What follows belongs to an exercise in optimizing a design on an open flow for small area, a short achievable clock period and few clock cycles per item; a production flow would make more cautious choices.
No functional check of the RTL was part of this run.

[run.sh]
#!/bin/bash
# synth_recipe.tcl (not shown) runs the flow's synth.tcl, then flattens the netlist and writes it again
# the make line also repeats each setting of config.mk as NAME=value (left out here)
make -C /OpenROAD-flow-scripts/flow DESIGN_CONFIG=/design/flow/config.mk WORK_HOME=/design/flow/orfs CLKGATE_MAP_FILE= SYNTH_SCRIPT=/design/flow/synth_recipe.tcl finish
[config.mk]
export PLATFORM = sky130hd
export DESIGN_NAME = fpu64
export DESIGN_NICKNAME = fpu64
export VERILOG_FILES = /design/flow/design.v
export SDC_FILE = /design/flow/constraint.sdc
export NUM_CORES = 4
export LEC_CHECK = 0
export CAP_MARGIN = 35
export CELL_PAD_IN_SITES_DETAIL_PLACEMENT = 2
export CELL_PAD_IN_SITES_GLOBAL_PLACEMENT = 2
export CORE_MARGIN = 2
export CORE_UTILIZATION = 30
export PLACE_DENSITY = 0.5
export SETUP_SLACK_MARGIN = 0.2
export SLEW_MARGIN = 20
[constraint.sdc]
create_clock -name core_clock -period 28.0 [get_ports {clk}]
set_input_delay 5.6000 -clock core_clock [delete_from_list [all_inputs] [get_ports {clk}]]
set_output_delay 5.6000 -clock core_clock [all_outputs]
set_load 0.01 [all_outputs]
[design.v]
module fpu64_round (
    input  wire        sign,
    input  wire [13:0] exp,      
    input  wire [55:0] sig,
    output wire [63:0] res
);
    wire [52:0] man  = sig[55:3];
    wire        g    = sig[2];
    wire        rs   = sig[1] | sig[0];
    wire        inc  = g & (rs | man[0]);
    wire [53:0] sum  = {1'b0, man} + {53'b0, inc};
    wire        cout = sum[53];
    wire [52:0] man2 = cout ? sum[53:1] : sum[52:0];
    wire [13:0] exp2 = exp + {13'b0, cout};
    wire        ovf  = (exp2 >= 14'd2047);
    wire [10:0] efld = man2[52] ? exp2[10:0] : 11'd0;
    assign res = ovf ? {sign, 11'h7FF, 52'b0} : {sign, efld, man2[51:0]};
endmodule
module fpu64_add (
    input  wire [63:0] a,
    input  wire [63:0] b,
    output wire [63:0] res
);
    localparam [63:0] QNAN = 64'h7FF8_0000_0000_0000;
    wire        sa = a[63], sb = b[63];
    wire [10:0] ea = a[62:52], eb = b[62:52];
    wire [51:0] fa = a[51:0],  fb = b[51:0];
    wire        a_nan = (ea == 11'h7FF) && (fa != 52'b0);
    wire        b_nan = (eb == 11'h7FF) && (fb != 52'b0);
    wire        a_inf = (ea == 11'h7FF) && (fa == 52'b0);
    wire        b_inf = (eb == 11'h7FF) && (fb == 52'b0);
    wire        swap = (b[62:0] > a[62:0]);
    wire        sx = swap ? sb : sa;
    wire        sy = swap ? sa : sb;
    wire [10:0] ex = swap ? eb : ea;
    wire [10:0] ey = swap ? ea : eb;
    wire [51:0] fx = swap ? fb : fa;
    wire [51:0] fy = swap ? fa : fb;
    wire [10:0] ex_e = (ex == 11'd0) ? 11'd1 : ex;
    wire [10:0] ey_e = (ey == 11'd0) ? 11'd1 : ey;
    wire [52:0] mx = {ex != 11'd0, fx};
    wire [52:0] my = {ey != 11'd0, fy};
    wire [10:0] d  = ex_e - ey_e;
    wire [55:0]  my_ext = {my, 3'b0};
    wire [111:0] y_wide = {my_ext, 56'b0} >> ((d > 11'd56) ? 7'd56 : d[6:0]);
    wire         y_st   = (d > 11'd56) ? (my != 53'b0) : (y_wide[55:0] != 56'b0);
    wire [55:0]  y_al   = {y_wide[111:57], y_wide[56] | y_st};
    wire         subtract = sx ^ sy;
    wire [56:0]  s_raw = subtract ? ({1'b0, mx, 3'b0} - {1'b0, y_al})
                                  : ({1'b0, mx, 3'b0} + {1'b0, y_al});
    reg  [55:0] s_n;
    reg  [13:0] e_n;
    reg  [6:0]  lz;
    integer     i;
    always @(*) begin
        lz = 7'd56;
        for (i = 0; i < 56; i = i + 1)
            if (s_raw[i]) lz = 7'd55 - i[6:0];
        if (s_raw[56]) begin
            s_n = {s_raw[56:2], s_raw[1] | s_raw[0]};
            e_n = {3'b0, ex_e} + 14'd1;
        end else if ({7'b0, lz} < {3'b0, ex_e}) begin
            s_n = s_raw[55:0] << lz;
            e_n = {3'b0, ex_e} - {7'b0, lz};
        end else begin
            s_n = s_raw[55:0] << (ex_e - 11'd1);
            e_n = 14'd1;
        end
    end
    wire [63:0] rounded;
    fpu64_round u_round (.sign(sx), .exp(e_n), .sig(s_n), .res(rounded));
    wire exact_zero = subtract && (s_raw == 57'b0);
    assign res = (a_nan || b_nan || (a_inf && b_inf && (sa != sb))) ? QNAN :
                 a_inf      ? a :
                 b_inf      ? b :
                 exact_zero ? 64'd0 :
                 rounded;
endmodule
module fpu64_mul (
    input  wire [63:0] a,
    input  wire [63:0] b,
    output wire [63:0] res
);
    localparam [63:0] QNAN = 64'h7FF8_0000_0000_0000;
    wire        s  = a[63] ^ b[63];
    wire [10:0] ea = a[62:52], eb = b[62:52];
    wire [51:0] fa = a[51:0],  fb = b[51:0];
    wire        a_nan  = (ea == 11'h7FF) && (fa != 52'b0);
    wire        b_nan  = (eb == 11'h7FF) && (fb != 52'b0);
    wire        a_inf  = (ea == 11'h7FF) && (fa == 52'b0);
    wire        b_inf  = (eb == 11'h7FF) && (fb == 52'b0);
    wire        a_zero = (a[62:0] == 63'b0);
    wire        b_zero = (b[62:0] == 63'b0);
    wire [52:0]  ma = {ea != 11'd0, fa};
    wire [52:0]  mb = {eb != 11'd0, fb};
    wire [105:0] p  = ma * mb;
    reg  [6:0] lz;
    integer    i;
    always @(*) begin
        lz = 7'd106;
        for (i = 0; i < 106; i = i + 1)
            if (p[i]) lz = 7'd105 - i[6:0];
    end
    wire [10:0]        ea_e = (ea == 11'd0) ? 11'd1 : ea;
    wire [10:0]        eb_e = (eb == 11'd0) ? 11'd1 : eb;
    wire signed [14:0] e0   = $signed({4'b0, ea_e}) + $signed({4'b0, eb_e}) - 15'sd1022 - $signed({8'b0, lz});
    wire [105:0]       pn   = p << lz;
    wire signed [14:0] rsh_s = 15'sd1 - e0;
    wire [7:0]         rsh   = (e0 >= 15'sd1) ? 8'd0 : ((rsh_s > 15'sd120) ? 8'd120 : rsh_s[7:0]);
    wire [225:0]       pw    = {pn, 120'b0} >> rsh;
    wire [55:0]        sig   = {pw[225:171], (pw[170:0] != 171'b0)};
    wire [13:0]        e1    = (e0 >= 15'sd1) ? e0[13:0] : 14'd1;
    wire [63:0] rounded;
    fpu64_round u_round (.sign(s), .exp(e1), .sig(sig), .res(rounded));
    assign res = (a_nan || b_nan || (a_inf && b_zero) || (b_inf && a_zero)) ? QNAN :
                 (a_inf || b_inf)   ? {s, 11'h7FF, 52'b0} :
                 (a_zero || b_zero) ? {s, 63'b0} :
                 rounded;
endmodule
module fpu64 (
    input  wire        clk,
    input  wire        rst,        
    input  wire        in_valid,
    output wire        in_ready,
    input  wire [1:0]  op,         
    input  wire [63:0] a,
    input  wire [63:0] b,
    output reg         out_valid,
    output reg  [63:0] result
);
    localparam [63:0] QNAN = 64'h7FF8_0000_0000_0000;
    assign in_ready = 1'b1;
    wire [63:0] add_b = {b[63] ^ op[0], b[62:0]};
    wire [63:0] add_res;
    wire [63:0] mul_res;
    fpu64_add u_add (.a(a), .b(add_b), .res(add_res));
    fpu64_mul u_mul (.a(a), .b(b),     .res(mul_res));
    wire a_nan = (a[62:52] == 11'h7FF) && (a[51:0] != 52'b0);
    wire b_nan = (b[62:52] == 11'h7FF) && (b[51:0] != 52'b0);
    wire a_lt_b = (a[63] != b[63]) ? a[63] :
                  a[63] ? (a[62:0] > b[62:0]) : (a[62:0] < b[62:0]);
    wire [63:0] min_res = (a_nan && b_nan) ? QNAN :
                          a_nan  ? b :
                          b_nan  ? a :
                          a_lt_b ? a : b;
    always @(posedge clk) begin
        if (rst) begin
            out_valid <= 1'b0;
        end else begin
            out_valid <= in_valid;
            if (in_valid) begin
                case (op)
                    2'd0, 2'd1: result <= add_res;
                    2'd2:       result <= mul_res;
                    default:    result <= min_res;
                endcase
            end
        end
    end
endmodule
==> flow_summary_export.csv <==
group,metric,value,unit
run_status,outcome,"no timing/DRC/antenna violations",
clocking,clockBufferDepth,2,
floorplanning,dieArea,0.498,mm^2
floorplanning,dieHeight,705,um
sta,finalHoldViolations,0,
logic_synthesis,ys.flop_type,"edfxtp_1",
final_layout,postLayoutCoreUtil,35.6,%
place,dp_hpwl,807000,um
clocking,htree_levels,3,
clocking,cts_sinks,65,
final_layout,mostFrequentLayoutCells,"inv_1, fa_1, buf_4, and2_1, nand2_1",
final_layout,drive_gt1_share,16.3,%
clocking,clk_pin_slew,0.06,ns
setup_path,path_common_cell,"buf_4",
clocking,tritoncts,"yes",
clocking,hold_buffers,0,
logic_synthesis,ys_types,152,
routing,wl_per_cell,37.2,um
sta,maxSlewHeadroom,20.8,%
global_routing,use_met1,52.3,%
setup_path,cp_slowest_cell,"nor3b_1",
floorplanning,row_count,257,
setup_path,cp_max_fo,18,
setup_path,critPathMaxStageDelay,0.91,ns
sta,max_slew.worst_pin.slew,1.19,ns
logic_synthesis,yosysWarnings,3,
global_routing,grt_pass1_vias,171000,
logic_synthesis,synth_area,0.148,mm^2
logic_synthesis,synth-async-reset-ratio,0,%
routing,wl,990000,um
global_routing,met2_usage,61.0,%
sta,fin_ws,0.655,ns
setup_path,crit_type,"in -> reg",
logic_synthesis,yosysSeqAreaShare,1.32,%
floorplanning,start_util,30.1,%
sta,rsz0062_at_grt,"no",
logic_synthesis,syn-num-nets,22300,
routing,antenna_left,0,
clocking,cts_root_buffer,"clkbuf_16",
final_layout,mostFrequentLayoutCell,"inv_1",
clocking,cts_buffers,9,
logic_synthesis,yosysTopAreaCellShare,35.4,%
global_routing,grt_usage,39.0,%
global_routing,overflow,0,
final_layout,final_nets,23600,
global_routing,antenna_found_initial,94,
logic_synthesis,ys_seq_elements,65,
routing,via_count,159000,
floorplanning,ios,199,
place,place_ws,-1.53,ns
place,gp_congestion,1.01,
sta,report.final.slew_viol_count,0,
logic_synthesis,netlist_instances,18800,
sta,finalCriticalPeriod,27.34,ns
floorplanning,core,0.490,mm^2
hold_path,hp-class,"in -> reg",
logic_synthesis,avgSynthCellArea,7.86,um^2
sta,setup_viol,0,
place,port-buffer-count,197,
setup_path,cp_data_arrival_time,27.45,ns
sta,fin_crit_sh,97.7,%
routing,drt-pass1-iter-count,6,
setup_path,endpoint_kind,"flip-flop",
floorplanning,die_w,705,um
setup_path,crit_required,28.11,ns
global_routing,busiest_layer,"met2",
routing,via_per_inst,5.98,
global_routing,grt_pass1_wl,1390000,um
setup_path,cp-start-kind,"input port",
routing,drt-initial-drc-count,15100,
run,maxCapViolCount,0,
logic_synthesis,synth_area_leaders,"fa_1, and2_1, inv_1, ha_1, nand2_1",
final_layout,syn2layout_area_growth,18.1,%
routing,drcViolationCount,0,
logic_synthesis,synth_edf_count,64,
sta,fmax,36.6,MHz
logic_synthesis,yosys.area.top_type,"fa_1",
global_routing,grt_start_max_net_pins,126,
global_routing,grt_use_met3,6.51,%
final_layout,nFillCells,56300,
## Yosys cell counts (191+ instances only)
| master | count |
|---|---|
| clkbuf_1 | 1064 |
| and2_1 | 1961 |
| a21oi_1 | 858 |
| nand3_1 | 422 |
| nor2_1 | 1056 |
| o211ai_1 | 218 |
| o21ai_0 | 614 |
| ha_1 | 761 |
| nand2_1 | 1734 |
| a211oi_1 | 242 |
| mux2i_1 | 274 |
| nor3_1 | 500 |
| a31oi_1 | 215 |
| inv_1 | 2624 |
| fa_1 | 2607 |
| o22ai_1 | 191 |
## flip-flops by register name (all words and copies together) (netlist names)
signal / count
out_valid: 1
result: 64
## layer usage
metal / part of all wire [%] / up-vias
met5: 0.017 / -
met4: 6.2 / 26
met3: 7.1 / 1888
met2: 44 / 6730
met1: 43 / 85100
li1: - / 65400
## cell type report
type	count	area, um^2	share of cell area, %
antenna	48	120	0.0689
clock buffer	9	225	0.129
clock inverter	7	95.1	0.0546
inverter	2644	9940	5.70
multi-input combinational	14700	132000	75.7
sequential	65	1940	1.11
tap	6475	8100	4.65
timing repair buffer	2668	21900	12.6
## logic make-up (layout without fill, tap and decap cells)
logic type / count (synthesis) / after routing / synth area share, %
AOI/OAI and AO/OA: 4045 / 4045 / 19.0
buffers and inverters: 4042 / 5328 / 10.7
muxes: 333 / 333 / 2.38
DFF: 65 / 65 / 1.32
and+or+nand+nor: 6641 / 6642 / 23.1
other: 1 / 49 / 0.00254
xor gates and xnor gates: 286 / 286 / 1.71
adders and majority gates: 3368 / 3368 / 41.8
## what timing repair did
item	4_1_cts	5_1_grt
gates resized for setup	53	287
pin swaps	3	49
setup endpoints to repair	63	63
setup buffers	3	35
gates cloned	0	2
## stage by stage
stage | instance area (um^2) | setup TNS [ns] | cells | hold slack, ns
after floorplan | 148000 | 0 | 18800 | 5.67
after global placement | 171000 | -54.50 | 26400 | 6.20
after detailed placement | 172000 | -70.73 | 26500 | 6.20
after CTS | 172000 | 0 | 26500 | 5.84
after global routing | 174000 | 0 | 26500 | 5.87
final | 174000 | 0 | 26600 | 5.85
## critical path, delay by kind of cell
kind,cells,cell delay [ns]
buffers and inverters,18,3.63
adders and majority gates,7,1.99
and+or+nand+nor,38,7.86
xor gates and xnor gates,2,0.41
AOI/OAI and AO/OA,31,6.91
muxes,3,0.94
## final timing paths
kind,start,end,slack [ns],cells after the start
max,a[55],result[29],0.66,99
min,in_valid,out_valid,5.85,2

==> static timing again, ports no longer ideal <==
The flow's constraints put no driver on any port. The routed layout listed below was extracted and timed again, unchanged, in two steps. Step 1: set_driving_cell puts a clkbuf_16 on clk and a buf_2 on each other input, an assumption about the parent block. Step 2 also shifts input and output timing later by t, the mid clock arrival at the registers, as if the neighbouring blocks saw the same clock. Three values: ideal ports, drivers, drivers and shift; two values: the first two.
t (ns): 0.391
setup WS [ns]: 0.655 / 0.673 / 0.282
clock arrival spread, ns: 0.011 / 0.011
worst data-port slew with drivers (ns): 0.32
After both steps setup and hold are still met in this run. For this run, drivers alone change the setup slack by +0.018 ns; drivers and shift together by -0.373 ns.
